Context: an optimization exercise on an open-source flow, tuned for small area, a short achievable clock period and few clock cycles. The choices shown serve that exercise and are no tape-out recipe. Function was checked by simulation only, so behaviour that the tests miss may differ from the original. Power figures rest on the tool's default switching activity, not on a simulated workload.

==> design/flow/design.v <==
module loop_sample_unit (
    input  wire        clk,
    input  wire        rst,
    input  wire        start,
    input  wire        first,
    input  wire        restart,
    input  wire [31:0] pv_raw,
    input  wire [31:0] target,
    output wire        ready,
    output reg         done,
    output reg  [31:0] out_val,
    output reg         limited,
    output reg  [4:0]  sat_cnt,
    output reg         mem_re,
    output reg  [6:0]  mem_raddr,
    input  wire [31:0] mem_rdata,
    output reg         mem_we,
    output reg  [6:0]  mem_waddr,
    output reg  [31:0] mem_wdata
);
    localparam [6:0] W_IN_GAIN  = 7'd1,  W_IN_OFS = 7'd2,  W_SP_DB  = 7'd5,
                     W_RAMP     = 7'd6,  W_UMIN   = 7'd7,  W_UMAX   = 7'd8,
                     W_RLIM     = 7'd9,  W_OUT_GAIN = 7'd11, W_MASK = 7'd13,
                     W_MODE     = 7'd14, W_W      = 7'd15, W_T_REF  = 7'd16,
                     W_U_LAST   = 7'd17, W_SEC0   = 7'd20;
    localparam [3:0] S_IDLE  = 4'd0,  S_LOAD  = 4'd1,  S_PV1   = 4'd2,
                     S_PV2   = 4'd3,  S_SP    = 4'd4,  S_FIND  = 4'd5,
                     S_SLOAD = 4'd6,  S_SCALC = 4'd7,  S_LIM   = 4'd8,
                     S_OUT1  = 4'd9,  S_OUT2  = 4'd10, S_WR    = 4'd11,
                     S_DONE  = 4'd12;
    localparam signed [65:0] SLIM_P = 66'sh0_0FFF_FFFF_E000_0000;
    localparam signed [65:0] SLIM_N = -66'sh0_0FFF_FFFF_E000_0000;
    reg [3:0] state;
    reg [4:0] cnt;
    reg [2:0] sec;
    reg        first_q, restart_q;
    reg signed [31:0] raw_q, t_q;
    reg signed [31:0] in_gain, in_ofs, umin, umax, out_gain, w_r, tref_r, ulast;
    reg [31:0] sp_db, ramp, rlim, mode;
    reg [7:0]  en_mask, integ_mask;
    reg signed [31:0] pvv, x, u_c, u;
    reg               lim_flag;
    reg signed [63:0] prod;
    reg signed [65:0] acc;
    reg signed [31:0] b0, b1, b2, a1, a2;
    reg signed [63:0] s1, s2;
    reg signed [63:0] n1_p [0:7];
    reg signed [63:0] n2_p [0:7];
    reg [7:0] mv_pos, mv_neg;
    reg [7:0] commit;
    assign ready = (state == S_IDLE) || (state == S_DONE);
    reg signed [31:0] ma, mb;
    always @(*) begin
        ma = 32'sd0;
        mb = 32'sd0;
        case (state)
            S_PV1:   begin ma = raw_q; mb = in_gain; end
            S_SCALC: begin
                case (cnt)
                    5'd0: begin ma = b0; mb = x; end
                    5'd2: begin ma = b1; mb = x; end
                    5'd3: begin ma = a1; mb = u_c; end
                    5'd4: begin ma = b2; mb = x; end
                    5'd5: begin ma = a2; mb = u_c; end
                    default: ;
                endcase
            end
            S_OUT2:  begin ma = u; mb = out_gain; end
            default: ;
        endcase
    end
    wire signed [63:0] mul = ma * mb;
    wire signed [34:0] pv_q   = prod[63:29];
    wire               pv_up  = prod[28] & ((|prod[27:0]) | prod[29]);
    wire signed [35:0] pv_sum = {pv_q[34], pv_q} + {{4{in_ofs[31]}}, in_ofs} + {35'd0, pv_up};
    wire signed [31:0] pv_sat = (pv_sum > 36'sh0_7FFF_FFFF)  ? 32'sh7FFF_FFFF :
                                (pv_sum < -36'sh0_8000_0000) ? 32'sh8000_0000 :
                                pv_sum[31:0];
    wire signed [34:0] o_q   = prod[63:29];
    wire               o_up  = prod[28] & ((|prod[27:0]) | prod[29]);
    wire signed [35:0] o_sum = {o_q[34], o_q} + {35'd0, o_up};
    wire signed [31:0] o_sat = (o_sum > 36'sh0_7FFF_FFFF)  ? 32'sh7FFF_FFFF :
                               (o_sum < -36'sh0_8000_0000) ? 32'sh8000_0000 :
                               o_sum[31:0];
    reg signed [31:0] sp_w, sp_tref, sp_e;
    reg               sp_ramping;
    reg signed [32:0] sp_diff, sp_abs, sp_step, sp_rampv, sp_wn, sp_ev;
    always @(*) begin
        sp_w       = w_r;
        sp_tref    = tref_r;
        sp_ramping = mode[26];
        sp_diff    = 33'sd0;
        sp_abs     = 33'sd0;
        sp_step    = 33'sd0;
        sp_rampv   = 33'sd0;
        sp_wn      = 33'sd0;
        if (restart_q) begin
            sp_w       = pvv;
            sp_ramping = (ramp != 32'd0);
        end
        if (first_q) begin
            sp_tref    = t_q;
            sp_w       = pvv;
            sp_ramping = (ramp != 32'd0);
        end else begin
            sp_diff = {t_q[31], t_q} - {sp_tref[31], sp_tref};
            sp_abs  = sp_diff[32] ? -sp_diff : sp_diff;
            if ($unsigned(sp_abs) > {1'b0, sp_db}) begin
                sp_tref    = t_q;
                sp_w       = pvv;
                sp_ramping = (ramp != 32'd0);
            end
            if (sp_ramping) begin
                sp_step  = {t_q[31], t_q} - {sp_w[31], sp_w};
                sp_rampv = {1'b0, ramp};
                if (sp_step > sp_rampv)
                    sp_step = sp_rampv;
                else if (sp_step < -sp_rampv)
                    sp_step = -sp_rampv;
                sp_wn = {sp_w[31], sp_w} + sp_step;
                sp_w  = sp_wn[31:0];
                if (sp_w == t_q)
                    sp_ramping = 1'b0;
            end else begin
                sp_w = t_q;
            end
        end
        sp_ev = {sp_w[31], sp_w} - {pvv[31], pvv};
        if (sp_ev > 33'sh0_7FFF_FFFF)
            sp_e = 32'sh7FFF_FFFF;
        else if (sp_ev < -33'sh0_8000_0000)
            sp_e = 32'sh8000_0000;
        else
            sp_e = sp_ev[31:0];
    end
    wire signed [65:0] prod66 = {{2{prod[63]}}, prod};
    wire signed [65:0] s1_66  = {{2{s1[63]}}, s1};
    wire signed [65:0] s2_66  = {{2{s2[63]}}, s2};
    wire signed [65:0] y_sum = prod66 + s1_66;
    wire               y_sat = (y_sum > SLIM_P) || (y_sum < SLIM_N);
    wire signed [65:0] y_acc = (y_sum > SLIM_P) ? SLIM_P : (y_sum < SLIM_N) ? SLIM_N : y_sum;
    wire signed [36:0] y_q   = y_acc[65:29];
    wire               y_up  = y_acc[28] & ((|y_acc[27:0]) | y_acc[29]);
    wire signed [37:0] y_r   = {y_q[36], y_q} + {37'd0, y_up};
    wire signed [31:0] y_val = (y_r > 38'sh0_7FFF_FFFF)  ? 32'sh7FFF_FFFF :
                               (y_r < -38'sh0_8000_0000) ? 32'sh8000_0000 :
                               y_r[31:0];
    wire               acc_sat = (acc > SLIM_P) || (acc < SLIM_N);
    wire signed [65:0] acc_s   = (acc > SLIM_P) ? SLIM_P : (acc < SLIM_N) ? SLIM_N : acc;
    wire signed [64:0] n1_mv   = {acc_s[63], acc_s[63:0]} - {s1[63], s1};
    reg signed [32:0] rl_diff, rl_lim, rl_ur;
    reg signed [31:0] lim_ur, lim_u;
    always @(*) begin
        rl_lim  = {1'b0, rlim};
        rl_diff = {u_c[31], u_c} - {ulast[31], ulast};
        if (rl_diff > rl_lim)
            rl_diff = rl_lim;
        else if (rl_diff < -rl_lim)
            rl_diff = -rl_lim;
        rl_ur = {ulast[31], ulast} + rl_diff;
        lim_ur = (rlim != 32'd0) ? rl_ur[31:0] : u_c;
        lim_u  = (lim_ur < umin) ? umin : lim_ur;
        lim_u  = (lim_u > umax) ? umax : lim_u;
    end
    wire signed [32:0] d_val = {u_c[31], u_c} - {u[31], u};
    wire               d_pos = !d_val[32] && (d_val != 33'sd0);
    wire               d_neg = d_val[32];
    wire [7:0] frozen = integ_mask & (({8{d_pos}} & mv_pos) | ({8{d_neg}} & mv_neg));
    reg [6:0] load_addr;
    always @(*) begin
        case (cnt)
            5'd0:  load_addr = W_IN_GAIN;
            5'd1:  load_addr = W_IN_OFS;
            5'd2:  load_addr = W_SP_DB;
            5'd3:  load_addr = W_RAMP;
            5'd4:  load_addr = W_UMIN;
            5'd5:  load_addr = W_UMAX;
            5'd6:  load_addr = W_RLIM;
            5'd7:  load_addr = W_OUT_GAIN;
            5'd8:  load_addr = W_MASK;
            5'd9:  load_addr = W_MODE;
            5'd10: load_addr = W_W;
            5'd11: load_addr = W_T_REF;
            default: load_addr = W_U_LAST;
        endcase
    end
    wire [6:0] sec_base = W_SEC0 + {sec, 3'b000} + {2'b00, sec, 1'b0};
    reg  [3:0] sec_off;
    always @(*) begin
        case (cnt)
            5'd0: sec_off = 4'd0;
            5'd1: sec_off = 4'd1;
            5'd2: sec_off = 4'd2;
            5'd3: sec_off = 4'd3;
            5'd4: sec_off = 4'd4;
            5'd5: sec_off = 4'd6;
            5'd6: sec_off = 4'd7;
            5'd7: sec_off = 4'd8;
            default: sec_off = 4'd9;
        endcase
    end
    always @(posedge clk) begin
        if (rst) begin
            state   <= S_IDLE;
            cnt     <= 5'd0;
            sec     <= 3'd0;
            done    <= 1'b0;
            mem_re  <= 1'b0;
            mem_we  <= 1'b0;
            out_val <= 32'd0;
            limited <= 1'b0;
            sat_cnt <= 5'd0;
        end else begin
            done   <= 1'b0;
            mem_re <= 1'b0;
            mem_we <= 1'b0;
            case (state)
                S_IDLE, S_DONE: begin
                    state <= S_IDLE;
                    if (start) begin
                        first_q   <= first;
                        restart_q <= restart;
                        raw_q     <= pv_raw;
                        t_q       <= target;
                        sat_cnt   <= 5'd0;
                        cnt       <= 5'd0;
                        state     <= S_LOAD;
                    end
                end
                S_LOAD: begin
                    if (cnt < 5'd13) begin
                        mem_re    <= 1'b1;
                        mem_raddr <= load_addr;
                    end
                    if (cnt >= 5'd2) begin
                        case (cnt - 5'd2)
                            5'd0:  in_gain  <= mem_rdata;
                            5'd1:  in_ofs   <= mem_rdata;
                            5'd2:  sp_db    <= mem_rdata;
                            5'd3:  ramp     <= mem_rdata;
                            5'd4:  umin     <= mem_rdata;
                            5'd5:  umax     <= mem_rdata;
                            5'd6:  rlim     <= mem_rdata;
                            5'd7:  out_gain <= mem_rdata;
                            5'd8:  begin
                                en_mask    <= mem_rdata[7:0];
                                integ_mask <= mem_rdata[23:16];
                            end
                            5'd9:  mode     <= mem_rdata;
                            5'd10: w_r      <= mem_rdata;
                            5'd11: tref_r   <= mem_rdata;
                            default: ulast  <= mem_rdata;
                        endcase
                    end
                    if (cnt == 5'd14) begin
                        cnt   <= 5'd0;
                        state <= S_PV1;
                    end else begin
                        cnt <= cnt + 5'd1;
                    end
                end
                S_PV1: begin
                    prod  <= mul;
                    state <= S_PV2;
                end
                S_PV2: begin
                    pvv   <= pv_sat;
                    state <= S_SP;
                end
                S_SP: begin
                    w_r           <= sp_w;
                    tref_r        <= sp_tref;
                    mode[26]      <= sp_ramping;
                    x             <= sp_e;
                    mv_pos        <= 8'd0;
                    mv_neg        <= 8'd0;
                    sec           <= 3'd0;
                    state         <= S_FIND;
                end
                S_FIND: begin
                    cnt <= 5'd0;
                    if (en_mask[sec]) begin
                        state <= S_SLOAD;
                    end else if (sec == 3'd7) begin
                        state <= S_LIM;
                    end else begin
                        sec <= sec + 3'd1;
                    end
                end
                S_SLOAD: begin
                    if (cnt < 5'd9) begin
                        mem_re    <= 1'b1;
                        mem_raddr <= sec_base + {3'b000, sec_off};
                    end
                    if (cnt >= 5'd2) begin
                        case (cnt - 5'd2)
                            5'd0: b0 <= mem_rdata;
                            5'd1: b1 <= mem_rdata;
                            5'd2: b2 <= mem_rdata;
                            5'd3: a1 <= mem_rdata;
                            5'd4: a2 <= mem_rdata;
                            5'd5: s1[31:0]  <= mem_rdata;
                            5'd6: s1[63:32] <= mem_rdata;
                            5'd7: s2[31:0]  <= mem_rdata;
                            default: s2[63:32] <= mem_rdata;
                        endcase
                    end
                    if (cnt == 5'd10) begin
                        cnt   <= 5'd0;
                        state <= S_SCALC;
                    end else begin
                        cnt <= cnt + 5'd1;
                    end
                end
                S_SCALC: begin
                    cnt <= cnt + 5'd1;
                    case (cnt)
                        5'd0: prod <= mul;                           
                        5'd1: begin                                  
                            u_c     <= y_val;
                            sat_cnt <= sat_cnt + {4'd0, y_sat};
                        end
                        5'd2: begin                                  
                            prod <= mul;
                        end
                        5'd3: begin                                  
                            acc  <= prod66 + s2_66;
                            prod <= mul;
                        end
                        5'd4: begin                                  
                            acc  <= acc - prod66;
                            prod <= mul;
                        end
                        5'd5: begin                                  
                            n1_p[sec]   <= acc_s[63:0];
                            sat_cnt     <= sat_cnt + {4'd0, acc_sat};
                            mv_pos[sec] <= !n1_mv[64] && (n1_mv != 65'sd0);
                            mv_neg[sec] <= n1_mv[64];
                            acc  <= prod66;
                            prod <= mul;
                        end
                        5'd6: begin                                  
                            acc <= acc - prod66;
                        end
                        default: begin                               
                            n2_p[sec] <= acc_s[63:0];
                            sat_cnt   <= sat_cnt + {4'd0, acc_sat};
                            x         <= u_c;
                            cnt       <= 5'd0;
                            if (sec == 3'd7) begin
                                state <= S_LIM;
                            end else begin
                                sec   <= sec + 3'd1;
                                state <= S_FIND;
                            end
                        end
                    endcase
                end
                S_LIM: begin
                    u_c      <= x;
                    state    <= S_OUT1;
                end
                S_OUT1: begin
                    u        <= lim_u;
                    lim_flag <= (lim_ur != u_c) || (lim_u != lim_ur);
                    state    <= S_OUT2;
                end
                S_OUT2: begin
                    prod   <= mul;
                    commit <= en_mask & ~frozen;
                    cnt    <= 5'd0;
                    sec    <= 3'd0;
                    state  <= S_WR;
                end
                S_WR: begin
                    if (cnt < 5'd4) begin
                        mem_we <= 1'b1;
                        case (cnt)
                            5'd0: begin mem_waddr <= W_W;      mem_wdata <= w_r;    end
                            5'd1: begin mem_waddr <= W_T_REF;  mem_wdata <= tref_r; end
                            5'd2: begin mem_waddr <= W_U_LAST; mem_wdata <= u;      end
                            default: begin
                                mem_waddr <= W_MODE;
                                mem_wdata <= {mode[31:26], lim_flag, mode[24], mode[23:0] + 24'd1};
                            end
                        endcase
                        cnt <= cnt + 5'd1;
                    end else begin
                        if (commit[sec] && cnt < 5'd8) begin
                            mem_we <= 1'b1;
                            case (cnt)
                                5'd4: begin mem_waddr <= sec_base + 7'd6; mem_wdata <= n1_p[sec][31:0];  end
                                5'd5: begin mem_waddr <= sec_base + 7'd7; mem_wdata <= n1_p[sec][63:32]; end
                                5'd6: begin mem_waddr <= sec_base + 7'd8; mem_wdata <= n2_p[sec][31:0];  end
                                default: begin mem_waddr <= sec_base + 7'd9; mem_wdata <= n2_p[sec][63:32]; end
                            endcase
                            cnt <= cnt + 5'd1;
                        end else begin
                            cnt <= 5'd4;
                            if (sec == 3'd7) begin
                                out_val <= o_sat;
                                limited <= lim_flag;
                                done    <= 1'b1;
                                state   <= S_DONE;
                            end else begin
                                sec <= sec + 3'd1;
                            end
                        end
                    end
                end
                default: state <= S_IDLE;
            endcase
        end
    end
endmodule
==> design/flow/run.sh <==
#!/bin/bash
# synth_recipe.tcl (not shown) runs the flow's synth.tcl, then flattens the netlist and writes it again
# the make line also repeats each setting of config.mk as NAME=value (left out here)
make -C /OpenROAD-flow-scripts/flow DESIGN_CONFIG=/design/flow/config.mk WORK_HOME=/design/flow/orfs CLKGATE_MAP_FILE= SYNTH_SCRIPT=/design/flow/synth_recipe.tcl finish
==> design/flow/config.mk <==
export PLATFORM = sky130hd
export DESIGN_NAME = loop_sample_unit
export DESIGN_NICKNAME = loop_sample_unit
export VERILOG_FILES = /design/flow/design.v
export SDC_FILE = /design/flow/constraint.sdc
export NUM_CORES = 8
export LEC_CHECK = 0
export CAP_MARGIN = 20
export CORE_MARGIN = 2
export CORE_UTILIZATION = 40
export PLACE_DENSITY = 0.6
export SLEW_MARGIN = 20
==> design/flow/constraint.sdc <==
create_clock -name core_clock -period 25.0 [get_ports {clk}]
set_input_delay 5.0000 -clock core_clock [delete_from_list [all_inputs] [get_ports {clk}]]
set_output_delay 5.0000 -clock core_clock [all_outputs]
set_load 0.01 [all_outputs]
==> reports/qor.yml <==
finish:
  final_nets: 17000
  final_cell_mix: "edfxtp_1 (2,106), inv_1 (1,925), nand2_1 (1,516)"
  fillCellCount: 37000
  layout_commonest_cell: "edfxtp_1"
  finalInstanceArea_mm2: 0.176
  area_growth_syn_to_layout_pct: 11.0
  drive_above_1_share_pct: 8.48
critical_path:
  cp_max_fo: 56
  path_depth: 95
  cp-end-kind: "flop"
  critPathKind: "reg2reg"
  crit_buf_inv: 5
  cp.arrival_ns: 23.49
  cp.required_ns: 25.74
  crit_family: "compound AO/OA/AOI/OAI gates"
  worstRegToRegCells: 95
  cp-start-kind: "flop"
  crit_top_cell: "o21ai_0"
  critical_path.slowest_cell: "or2_1"
  cpPeakStageDelay_ns: 0.77
floorplanning:
  initial_core_util_pct: 40.1
  ioPinCount: 189
  fp.dieW_um: 634
  die-area_mm2: 0.402
  core_mm2: 0.395
  core.rowCount: 231
  die_h_um: 634
place:
  place_congestion: 0.974
  place_ws_ns: 2.81
  io_buffers: 188
  dp_hpwl_mm: 416
  postPlaceCellArea_mm2: 0.168
flow_run:
  drv_cap: 0
sta:
  rsz0062_at_grt: "false"
  tightest_slew_ns: 1.34
  fmax_mhz: 44.0
  slew_violations: 0
  worst_hold_slack_ns: 0.462
  clock_skew_ns: 0.185
  max-slew-margin-rel_pct: 10.9
  finalHoldViolCount: 0
  setup_violations: 0
  worst_slack_ns: 2.26
  min_period_over_period_pct: 91.0
  final.setup.tns_ns: 0
  finalCriticalPeriod_ns: 22.74
clock_tree:
  htreeDepth: 4
  clk_pin_slew_ns: 0.06
  cts_made_buffers: 237
  post-cts-setup-buffers: 0
  clock_path_buffers: 4
  clk_latency_ns: 1.10
  ctsHoldBuffers: 0
  cts_tree: "done"
  cts_num_sinks: 2171
  cts_root_buf: "clkbuf_16"
  cts.repair.resized: 0
hold_path:
  worstHoldPathType: "reg2reg"
  min_path_cells: 2
yosys:
  synthesis.instances: 14600
  synth.cell_area_mm2: 0.159
  synth_fp_nets: 16800
  synth_ff_type: "edfxtp_1"
  synth_warnings: 1
  synth_edf_count: 2106
  seq_area_frac_synth_pct: 40.7
  synthArstFlopShare_pct: 0
  synth_cell_type_count: 113
  synth.avg_cell_area_um2: 10.8
  ys_ff_latch: 2171
drt:
  route.detailed.drc: 0
  first_pass_iters: 9
  met1_length_mm: 226
  via_count: 119000
  vias_per_cell: 5.86
  final_antenna_net_count: 0
  wirelength_mm: 573
  highest_layer: "met5"
  met2_wirelength_mm: 259
  drt-initial-drc-count: 13900
  wire_per_inst_um: 28.2
  dr_wl_met3_mm: 53.2
global_routing:
  grt_pass1_wl_mm: 817
  grt_antenna_before_repair: 60
  grt_overflow: 0
  grt_max_degree: 127
  grt_pass1_vias: 115000
  track_usage_pct: 28.2
pwr:
  ir_drop_uv: 130
  powerDensity_mw_per_mm2: 93.5
  power.leakage_uw: 0.0671
status:
  status: "complete, no violations"
## metrics by stage
| step | instances | power [uW] | utilization (%) |
|---|---|---|---|
| 6_report | 20300 | 16500 | 44.6 |
| 5_1_grt | 20300 | 17200 | 44.5 |
| 4_1_cts | 20200 | 16300 | 44.5 |
| 3_5_place_dp | 19800 | 12700 | 42.5 |
| 3_3_place_gp | 19800 | 12700 | 42.5 |
| 2_1_floorplan | 14600 | 9880 | - |
## kinds of logic after synthesis
family | Yosys count | synth area share (%)
muxes | 483 | 5.12
and+or+nand+nor | 3745 | 10.8
DFF | 2171 | 40.7
xor gates and xnor gates | 654 | 3.67
buffers and inverters | 2539 | 6.02
adders and majority gates | 2045 | 21.3
AOI/OAI and AO/OA | 3012 | 12.4
## cell usage after synthesis, drive strengths merged, types with 22 or more instances
| cell | n | area [um^2] |
|---|---|---|
| a31oi | 120 | 757 |
| a221oi | 65 | 582 |
| dfxtp | 65 | 1300 |
| or2 | 41 | 257 |
| o22ai | 84 | 526 |
| ha | 942 | 11800 |
| fa | 1101 | 22000 |
| a21o | 310 | 2330 |
| mux2 | 50 | 567 |
| nand2b | 128 | 801 |
| nor3 | 250 | 1250 |
| a21oi | 708 | 3560 |
| o211ai | 90 | 676 |
| nand2 | 1521 | 5710 |
| mux4 | 258 | 5810 |
| nor2 | 884 | 3320 |
| or4 | 24 | 184 |
| a221o | 69 | 691 |
| o31ai | 60 | 469 |
| o21a | 77 | 578 |
| a211oi | 72 | 541 |
| or3 | 54 | 338 |
| and2 | 122 | 763 |
| and4 | 22 | 193 |
| nor2b | 151 | 945 |
| nand4 | 124 | 776 |
| o21ai | 705 | 3540 |
| xnor2 | 460 | 4030 |
| a21boi | 103 | 777 |
| nand3 | 202 | 1010 |
| buf | 74 | 302 |
| xor2 | 187 | 1640 |
| nor4 | 71 | 450 |
| o21bai | 58 | 435 |
| inv | 1927 | 7230 |
| mux2i | 175 | 1750 |
| a2111oi | 25 | 225 |
| clkbuf | 534 | 2000 |
| a21bo | 23 | 230 |
| o221ai | 32 | 280 |
| a41oi | 26 | 235 |
| edfxtp | 2106 | 63200 |
| and3 | 92 | 576 |
| a22oi | 191 | 1430 |
| a211o | 22 | 193 |
## state kept, by name, indices dropped and copies added, names as in the netlist, 64 cells and up, named ones only
signal and count:
n1_p 512, n2_p 512, acc 66, prod 64, s1 64, s2 64
## where the power goes
part	internal [uW]	total, uW	switching [uW]	leakage [uW]
clock	2030	3610	1580	0.00375
sequential	4190	4300	117	0.0195
combinational	3020	8570	5540	0.0438
## path summary, 6_finish.rpt
check	start	endpoint	slack, ns
setup reg to reg	t_q[5]	x[30]	2.26
setup / recovery	t_q[5]	x[30]	2.26
hold / removal	limited	limited	0.46
hold reg to reg	limited	limited	0.46
## worst min-delay path: cells and delay by family, from the launching register on
family | cells | cell delay, ns
compound gates | 1 | 0.05
flops | 1 | 0.31
simple gates | 1 | 0.06
## metal layers
layer / track usage [%] / vias up
met3: 4.94 / 1119
met5: 0 / -
met2: 44.0 / 6150
li1: - / 52000
met4: 15.6 / 10
met1: 37.2 / 60000
## cell type report
cell class,count,area (um^2),share of cell area [%]
Clock inverter,140,1540,0.874
Timing Repair Buffer,539,4440,2.52
Inverter,1931,7250,4.12
Antenna cell,93,233,0.132
Multi-Input combinational cell,9939,85400,48.5
Tap cell,5242,6560,3.72
Clock buffer,289,6210,3.53
Sequential cell,2171,64600,36.6
Testbench counts, summed over its fixed seeds: cycles 33,986.

re-timing with driven ports:
The results above use ideal ports. As a check the final layout listed here was re-extracted and re-timed, cells and wires unchanged. Step 1 assumes that a clkbuf_16 drives the clock port and a buf_2 every other input. Step 2 adds t to the input delays and takes it off the output delays; t is the mean of the earliest and latest rising clock arrival at the registers after step 1. Input paths then give back, and output paths get back, about the clock's delay inside the block. a / b / c = ideal ports / drivers / drivers and shift; a / b = the first two.
t (ns): 1.101
slack for setup (ns): 2.256 / 2.256 / 2.256
slew at the worst register clock pin (ns): 0.07 / 0.07
worst slew at a driven data input, ns: 0.12
cell pins on the clock port's net: 1
After both steps setup and hold are still met in this run. For this run, drivers alone change the setup slack by 0.000 ns; drivers and shift together by 0.000 ns.
